From an optimization exercise on the open Yosys and OpenROAD flow, aimed at small area, a short achievable clock period and few clock cycles per item; shortcuts taken in it are not production practice.
In this exercise RTL edits were held to simulation tests only and were not proved equivalent to the original.

Setup of alpha:
// rs_kernel
module rs_kernel (
    input  wire        clk,
    input  wire        rst,         
    input  wire        in_valid,
    output wire        in_ready,
    input  wire [31:0] in_x,        
    input  wire [17:0] in_ca,       
    input  wire [17:0] in_cb,       
    input  wire [3:0]  in_q,        
    input  wire        in_last,     
    input  wire        in_mode,     
    input  wire [15:0] in_lam,      
    output wire        out_valid,
    input  wire        out_ready,
    output reg  [31:0] out_val,
    output reg  [3:0]  out_q,
    output reg         out_sat
);
    function [1:0] vrank(input [1:0] v);
        case (v)
            2'b00:   vrank = 2'd0;
            2'b11:   vrank = 2'd1;
            default: vrank = 2'd2;    
        endcase
    endfunction
    function [1:0] venc(input [1:0] rank);
        case (rank)
            2'd0:    venc = 2'b00;
            2'd1:    venc = 2'b11;
            default: venc = 2'b01;
        endcase
    endfunction
    function [1:0] vmax(input [1:0] x, input [1:0] y);
        vmax = (x > y) ? x : y;
    endfunction
    function [26:0] benc(input [17:0] y);
        integer j;
        reg ym1, y0, y1;
        begin
            for (j = 0; j < 9; j = j + 1) begin
                ym1 = (j == 0) ? 1'b0 : y[2*j-1];
                y0  = y[2*j];
                y1  = y[2*j+1];
                benc[j]      = y0 ^ ym1;
                benc[9 + j]  = (y1 & ~y0 & ~ym1) | (~y1 & y0 & ym1);
                benc[18 + j] = y1;
            end
        end
    endfunction
    reg        rdy;             
    reg        ov;              
    reg        c1, c2;          
    reg        p1, p2, p3;      
    reg        fw;              
    wire tap_hs   = in_valid & rdy;
    wire last_hs  = tap_hs & in_last;
    wire ilast_hs = last_hs & ~in_mode;
    wire out_hs   = ov & out_ready;
  ...
Size: ~470 flip-flops, ~0.048 sq mm of cells after synthesis.
make LEC_CHECK=0 ABC_AREA=1 CAP_MARGIN=20 CORE_MARGIN=2 CORE_UTILIZATION=40 CTS_CLUSTER_DIAMETER=120 CTS_CLUSTER_SIZE=20 SETUP_SLACK_MARGIN=5 SLEW_MARGIN=20 finish   # period 14.0 ns
run.sh (not shown) runs the stock make flow with config.mk's settings and CLKGATE_MAP_FILE= SYNTH_SCRIPT=/design/flow/synth_recipe.tcl, a recipe that flattens the netlist after the stock synthesis.
Testbench counts of alpha, summed over its fixed seeds: cycles 63,342, items 2,400.
Modified inputs, beta compared to alpha
- clearing SETUP_SLACK_MARGIN, which used to be 5
==> flow/flow/run.sh (new file) <==
#!/bin/bash
set -euo pipefail
cd "$(dirname "$0")/.."
bash standard.sh SETUP_SLACK_MARGIN=10 finish > standard_make.log 2>&1
==> flow/standard.sh (new file) <==
#!/bin/bash
# synth_recipe.tcl (not shown) runs the flow's synth.tcl, then flattens the netlist and writes it again
# the make line also repeats each setting of config.mk as NAME=value (left out here)
make -C /OpenROAD-flow-scripts/flow DESIGN_CONFIG=/design/flow/config.mk WORK_HOME=/design/flow/orfs CLKGATE_MAP_FILE= SYNTH_SCRIPT=/design/flow/synth_recipe.tcl "${@:-finish}"
removed: flow/run.sh
## What came out
Compared with alpha, in beta setup slack climbed 1.14 ns; all-layer global routing usage up 0.22 points; number of global-route vias before repair has increased; register cell area after layout saw an increase; non-clock buffer count now sits higher.
In beta the cell area turned out 2.9% higher than in alpha.

== run 1 ==
Another version of the RTL of rs_kernel (not shown whole).
Size: about 470 flip-flops, about 0.047 mm2 of cells after synthesis.
==> flow/config.mk <==
export PLATFORM = sky130hd
export DESIGN_NAME = rs_kernel
export DESIGN_NICKNAME = rs_kernel
export VERILOG_FILES = /design/flow/design.v
export SDC_FILE = /design/flow/constraint.sdc
export NUM_CORES = 4
export LEC_CHECK = 0
export ABC_CLOCK_PERIOD_IN_PS = 3500
export CAP_MARGIN = 20
export CORE_MARGIN = 2
export CORE_UTILIZATION = 40
export SETUP_SLACK_MARGIN = 5
export SLEW_MARGIN = 20
==> flow/constraint.sdc <==
create_clock -name core_clock -period 14.0 [get_ports {clk}]
set_input_delay 2.8000 -clock core_clock [delete_from_list [all_inputs] [get_ports {clk}]]
set_output_delay 2.8000 -clock core_clock [all_outputs]
set_load 0.01 [all_outputs]
Stock flow here: none of the scripts above is used.
Run 1 finished all stages; the layout is clean.
Testbench counts of run 1, summed over its fixed seeds: cycles 63,342, items 2,400.
diff inputs: run 1 => run 2
Settings: SETUP_SLACK_MARGIN removed (was 5).
==> flow/flow/run.sh (new file) <==
#!/bin/bash
set -euo pipefail
cd "$(dirname "$0")/.."
bash standard.sh SETUP_SLACK_MARGIN=10 finish > standard_make.log 2>&1
==> flow/standard.sh (new file) <==
#!/bin/bash
# synth_recipe.tcl (not shown) runs the flow's synth.tcl, then flattens the netlist and writes it again
# the make line also repeats each setting of config.mk as NAME=value (left out here)
make -C /OpenROAD-flow-scripts/flow DESIGN_CONFIG=/design/flow/config.mk WORK_HOME=/design/flow/orfs CLKGATE_MAP_FILE= SYNTH_SCRIPT=/design/flow/synth_recipe.tcl "${@:-finish}"
removed: flow/run.sh
==> summary.txt <==
- The post-CTS resize count reported for run 2 is greater than that of run 1 by 541.
- Total of plain and repair buffers excluding clock buffers (lower): run 1
- The number of buffers created by CTS of run 2 is lower than that of run 1.
- Run 1 has lower worst slack at placement than run 2.
- Run 2 has register share of the cell area below what run 1 had.

rs_kernel, a different RTL version from the one above (not shown whole).
Size: roughly 5,700 cells after synthesis, ~470 flip-flops, roughly 130 I/O pins, about 0.047 sq mm of cells after synthesis.
## rs_kernel
module rs_kernel (
    input  wire        clk,
    input  wire        rst,         
    input  wire        in_valid,
    output wire        in_ready,
    input  wire [31:0] in_x,        
    input  wire [17:0] in_ca,       
    input  wire [17:0] in_cb,       
    input  wire [3:0]  in_q,        
    input  wire        in_last,     
    input  wire        in_mode,     
    input  wire [15:0] in_lam,      
    output wire        out_valid,
    input  wire        out_ready,
    output reg  [31:0] out_val,
    output reg  [3:0]  out_q,
    output reg         out_sat
);
    function [1:0] vrank(input [1:0] v);
        case (v)
            2'b00:   vrank = 2'd0;
            2'b11:   vrank = 2'd1;
            default: vrank = 2'd2;    
        endcase
    endfunction
    function [1:0] venc(input [1:0] rank);
        case (rank)
            2'd0:    venc = 2'b00;
            2'd1:    venc = 2'b11;
            default: venc = 2'b01;
        endcase
    endfunction
    function [1:0] vmax(input [1:0] x, input [1:0] y);
        vmax = (x > y) ? x : y;
    endfunction
    function [26:0] benc(input [17:0] y);
        integer j;
        reg ym1, y0, y1;
        begin
            for (j = 0; j < 9; j = j + 1) begin
                ym1 = (j == 0) ? 1'b0 : y[2*j-1];
                y0  = y[2*j];
                y1  = y[2*j+1];
                benc[j]      = y0 ^ ym1;
                benc[9 + j]  = (y1 & ~y0 & ~ym1) | (~y1 & y0 & ym1);
                benc[18 + j] = y1;
            end
        end
    endfunction
    reg        rdy;             
    reg        ov;              
    reg        c1, c2;          
    reg        p1, p2, p3;      
    reg        fw;              
    wire tap_hs   = in_valid & rdy;
    wire last_hs  = tap_hs & in_last;
    wire ilast_hs = last_hs & ~in_mode;
    wire out_hs   = ov & out_ready;
    wire c1_n     = c2 | (c1 & ~out_hs) | last_hs;
    wire c2_n     = (c2 & ~(out_hs & ~last_hs)) | (c1 & last_hs & ~out_hs);
    wire fload    = (p3 | fw) & ~c2;
    wire fw_n     = (p3 | fw) & ~fload;
    assign in_ready  = rdy;
    assign out_valid = ov;
    reg  [31:0] x0;
    reg  [26:0] da0, db0;       
  ...
export LEC_CHECK = 0
export ABC_AREA = 1
export CAP_MARGIN = 20
export CORE_MARGIN = 2
export CORE_UTILIZATION = 40
export SLEW_MARGIN = 20
create_clock -name core_clock -period 14.0 [get_ports {clk}]
standard.sh (not shown) runs the stock make flow with config.mk's settings and CLKGATE_MAP_FILE= SYNTH_SCRIPT=/design/flow/synth_recipe.tcl, a recipe that flattens the netlist after the stock synthesis.
==> flow/flow/run.sh <==
#!/bin/bash
set -euo pipefail
cd "$(dirname "$0")/.."
bash standard.sh SETUP_SLACK_MARGIN=10 finish > standard_make.log 2>&1
Testbench counts at the start, summed over its fixed seeds: cycles 63,342, items 2,400.
==> next run, changes <==
Settings changed: CTS_CLUSTER_DIAMETER set to 120, CTS_CLUSTER_SIZE set to 20.
What happened:
- critical path depth is higher by 13
- final area is lower by 2.0%

## static timing again, ports no longer ideal
Ports are ideal in the flow. The routed layouts listed here were re-timed in OpenROAD.
Step 1: set_driving_cell puts a clkbuf_16 on clk and a buf_2 on each other input, an assumption about the parent block.
Step 2 also shifts input and output timing later by t, the mid clock arrival at the registers, as if the neighbouring blocks saw the same clock.
Three values: ideal ports, drivers, drivers and shift; two values: the first two.
| run | shift t [ns] | setup slack, ns | pins driven straight from the clock port |
|---|---|---|---|
| alpha | 0.722 | 8.785 / 8.785 / 8.785 | 1 |
| beta | 0.726 | 9.922 / 9.849 / 9.360 | 1 |
| run 1 | 0.730 | 8.270 / 8.270 / 8.270 | 1 |
| run 2 | 0.718 | 9.283 / 9.283 / 9.283 | 1 |
| the first run of note 3 | 0.743 | 9.975 / 9.893 / 9.631 | 1 |
| the second run of note 3 | 0.745 | 9.905 / 9.891 / 9.598 | 1 |
After both steps setup and hold are still met in every run listed. For beta, which loses most, drivers alone change the setup slack by -0.073 ns; drivers and shift together by -0.562 ns.
